Source: an optimization exercise on an open RTL-to-GDS flow (aim: small area, a short achievable clock period and few clock cycles). Production flows keep margins and buffers that such runs may drop.

north:
// crc_engine
module crc_engine (
    input  wire        clk,
    input  wire        rst_n,
    input  wire        start,
    input  wire [6:0]  cfg_width,        
    input  wire [63:0] cfg_poly,         
    input  wire [63:0] cfg_init,
    input  wire [63:0] cfg_xorout,
    input  wire        cfg_refin,
    input  wire        cfg_refout,
    input  wire [3:0]  cfg_prefix_len,   
    input  wire [63:0] cfg_prefix,
    input  wire [3:0]  cfg_suffix_len,   
    input  wire [63:0] cfg_suffix,
    input  wire        in_valid,
    input  wire [7:0]  in_data,
    input  wire        in_last,
    output wire        in_ready,
    output wire        busy,
    output reg         done,
    output reg  [63:0] result
);
    localparam [1:0] S_IDLE  = 2'd0,
                     S_ALIGN = 2'd1,
                     S_RUN   = 2'd2,
                     S_OUT   = 2'd3;
    reg [1:0]  state;
    reg        first;        
    reg [3:0]  pre_left;     
    reg [3:0]  suf_left;     
    reg        got_last;     
    reg        data_done;    
    reg [7:0]  hb;           
    reg        hb_v;
    reg        hb_l;
  ...
==> module crc_engine, before the edit <==
module crc_engine (
    input  wire        clk,
    input  wire        rst_n,
    input  wire        start,
    input  wire [6:0]  cfg_width,        
    input  wire [63:0] cfg_poly,         
    input  wire [63:0] cfg_init,
    input  wire [63:0] cfg_xorout,
    input  wire        cfg_refin,
    input  wire        cfg_refout,
    input  wire [3:0]  cfg_prefix_len,   
    input  wire [63:0] cfg_prefix,
    input  wire [3:0]  cfg_suffix_len,   
    input  wire [63:0] cfg_suffix,
    input  wire        in_valid,
    input  wire [7:0]  in_data,
    input  wire        in_last,
    output wire        in_ready,
    output wire        busy,
    output reg         done,
    output reg  [63:0] result
);
    localparam [1:0] S_IDLE  = 2'd0,
                     S_ALIGN = 2'd1,
                     S_RUN   = 2'd2,
                     S_OUT   = 2'd3;
    reg [1:0]  state;
    reg        first;        
    reg [3:0]  pre_left;     
    reg [3:0]  suf_left;     
    reg        got_last;     
    reg        data_done;    
    reg [7:0]  hb;           
    reg        hb_v;
    reg        hb_l;
    reg [63:0] crc;          
    reg [63:0] poly;         
    reg [5:0]  rot;          
    reg        refin;
    reg        refout;
    reg [63:0] xorout;
    reg [63:0] prefix;
    reg [63:0] suffix;
    function [63:0] rev64(input [63:0] v);
        integer n;
        begin
            for (n = 0; n < 64; n = n + 1)
                rev64[n] = v[63 - n];
        end
    endfunction
    wire run       = (state == S_RUN);
    wire pre_ph    = (pre_left != 4'd0);
    wire dat_ph    = !pre_ph && !data_done;
    wire suf_ph    = !pre_ph && data_done;
    wire avail     = run && (pre_ph || suf_ph || hb_v);
    wire is_last   = dat_ph ? (hb_l && suf_left == 4'd0) : (suf_ph && suf_left == 4'd1);
    wire step      = avail;
    wire last_step = step && is_last;
    assign busy     = (state == S_ALIGN) || run;
    assign in_ready = (state == S_ALIGN) || (run && !got_last && !(hb_v && pre_ph));
    wire [63:0] rot_in;
    wire [63:0] rot_out = (rot_in >> rot) | (rot_in << (7'd64 - {1'b0, rot}));
    wire [7:0] pbyte = prefix[(pre_left - 4'd1) * 8 +: 8];
    wire [7:0] sbyte = suffix[(suf_left - 4'd1) * 8 +: 8];
    wire [7:0] cur   = pre_ph ? pbyte : (dat_ph ? hb : sbyte);
    reg [7:0] feed;
    integer k;
    always @* begin
        for (k = 0; k < 8; k = k + 1)
            feed[k] = refin ? cur[7 - k] : cur[k];
    end
    wire [63:0] poly_eff = first ? rot_out : poly;
    reg [63:0] crc_next;
    reg        fb;
    integer i;
    always @* begin
        crc_next = crc;
        for (i = 7; i >= 0; i = i - 1) begin
            fb       = crc_next[63] ^ feed[i];
            crc_next = crc_next << 1;
            if (fb)
                crc_next = crc_next ^ poly_eff;
        end
    end
    assign rot_in = (state == S_ALIGN) ? crc : (first ? poly : rev64(crc));
    wire [63:0] res_pre = refout ? rev64(crc) : rev64(rot_out);
    always @(posedge clk) begin
        result <= res_pre ^ xorout;
        done   <= rst_n && (state == S_OUT);
        if (!busy) begin
            rot       <= cfg_width[5:0];
            refin     <= cfg_refin;
            refout    <= cfg_refout;
            poly      <= cfg_poly;
            crc       <= cfg_init;
            xorout    <= cfg_xorout;
            prefix    <= cfg_prefix;
            suffix    <= cfg_suffix;
            pre_left  <= cfg_prefix_len;
            suf_left  <= cfg_suffix_len;
            first     <= 1'b1;
            got_last  <= 1'b0;
            data_done <= 1'b0;
            hb_v      <= 1'b0;
        end else begin
            if (state == S_ALIGN)
                crc <= rot_out;
            if (run && first) begin
                poly  <= rot_out;
                first <= 1'b0;
            end
            if (step) begin
                crc <= crc_next;
                if (pre_ph)
                    pre_left <= pre_left - 4'd1;
                else if (dat_ph) begin
                    hb_v <= 1'b0;
                    if (hb_l)
                        data_done <= 1'b1;
                end else
                    suf_left <= suf_left - 4'd1;
            end
            if (in_valid && in_ready) begin
                hb       <= in_data;
                hb_v     <= 1'b1;
                hb_l     <= in_last;
                got_last <= in_last;
            end
        end
        if (!rst_n)
            state <= S_IDLE;
        else if (!busy)
            state <= start ? S_ALIGN : S_IDLE;
        else if (state == S_ALIGN)
            state <= S_RUN;
        else if (last_step)
            state <= S_OUT;
    end
endmodule
Settings: LEC_CHECK=0, CAP_MARGIN=20, CORE_MARGIN=2, CORE_UTILIZATION=30, SETUP_SLACK_MARGIN=1.0, SLEW_MARGIN=20; clock period 25.0 ns.
run.sh (not shown) runs the stock make flow with config.mk's settings and CLKGATE_MAP_FILE= SYNTH_SCRIPT=/design/flow/synth_recipe.tcl, a recipe that flattens the netlist after the stock synthesis.
diff inputs: north => south
-- flow/design.v --
<<< north, line 70
            feed[k] = refin ? cur[7 - k] : cur[k];
    end
    wire [63:0] poly_eff = first ? rot_out : poly;
    reg [63:0] crc_next;
    reg        fb;
>>> south, line 70
            feed[k] = refin ? cur[7 - k] : cur[k];
    end
    wire [63:0] poly_eff = poly;
    wire [63:0] poly_rot = (poly >> rot) | (poly << (7'd64 - {1'b0, rot}));
    reg [63:0] crc_next;
    reg        fb;
<<< north, line 83
        end
    end
    assign rot_in = (state == S_ALIGN) ? crc : (first ? poly : rev64(crc));
    wire [63:0] res_pre = refout ? rev64(crc) : rev64(rot_out);
    always @(posedge clk) begin
>>> south, line 84
        end
    end
    assign rot_in = (state == S_ALIGN) ? crc : rev64(crc);
    wire [63:0] res_pre = refout ? rev64(crc) : rev64(rot_out);
    always @(posedge clk) begin
<<< north, line 104
            hb_v      <= 1'b0;
        end else begin
            if (state == S_ALIGN)
                crc <= rot_out;
            if (run && first) begin
                poly  <= rot_out;
                first <= 1'b0;
            end
            if (step) begin
>>> south, line 105
            hb_v      <= 1'b0;
        end else begin
            if (state == S_ALIGN) begin
                crc  <= rot_out;
                poly <= poly_rot;
            end
            if (step) begin
--- outcome ---
- Going from north to south, buffer share of cell area shrinks by 1.1 points.
- Comparing south with north, the number of resized instances in the post-cts repair step came out essentially unchanged.
- Met3 wire length | south above north
- Compared south vs north, and multi-input combinational gate total is up in south.
- Against north, count of distinct cell types in the synthesized netlist in south rose by a little under 10%.
- In the tables for south and north, critical path depth reads lower with south.
- The initial cell density of the core on north is in line with that on south.
- Diff north -> south: portion of the post-synthesis area used by sequential elements -4.9 points, area after synthesis shows an increase of 18%, met1 global-route usage rose by 5.2 points, layout inverter count without the clock tree went up.
No functional check of the RTL was part of any run of this note.

afterwards: timing with drivers on the ports:
No port has a modelled driver above. Below, the same layouts with a new extraction and two added sets of constraints. Step 1 sets driving cells, clkbuf_16 on the clock port and buf_2 on the other inputs (assumed; they add their load-dependent delay and slew). Step 2, shift: input delay + t, output delay - t, t = (earliest + latest rising clock arrival at the registers) / 2. This alone moves slack from input paths to output paths. Slacks: ideal / step 1 / step 2; pairs: ideal / step 1.
run	t (ns)	setup WS [ns]	latest minus earliest clock arrival (ns)	worst slew at a driven data input, ns
north	0.722	14.558 / 14.558 / 14.558	0.062 / 0.062	0.10
south	0.742	15.689 / 15.689 / 15.689	0.085 / 0.085	0.13
After both steps every run listed still meets setup and hold.
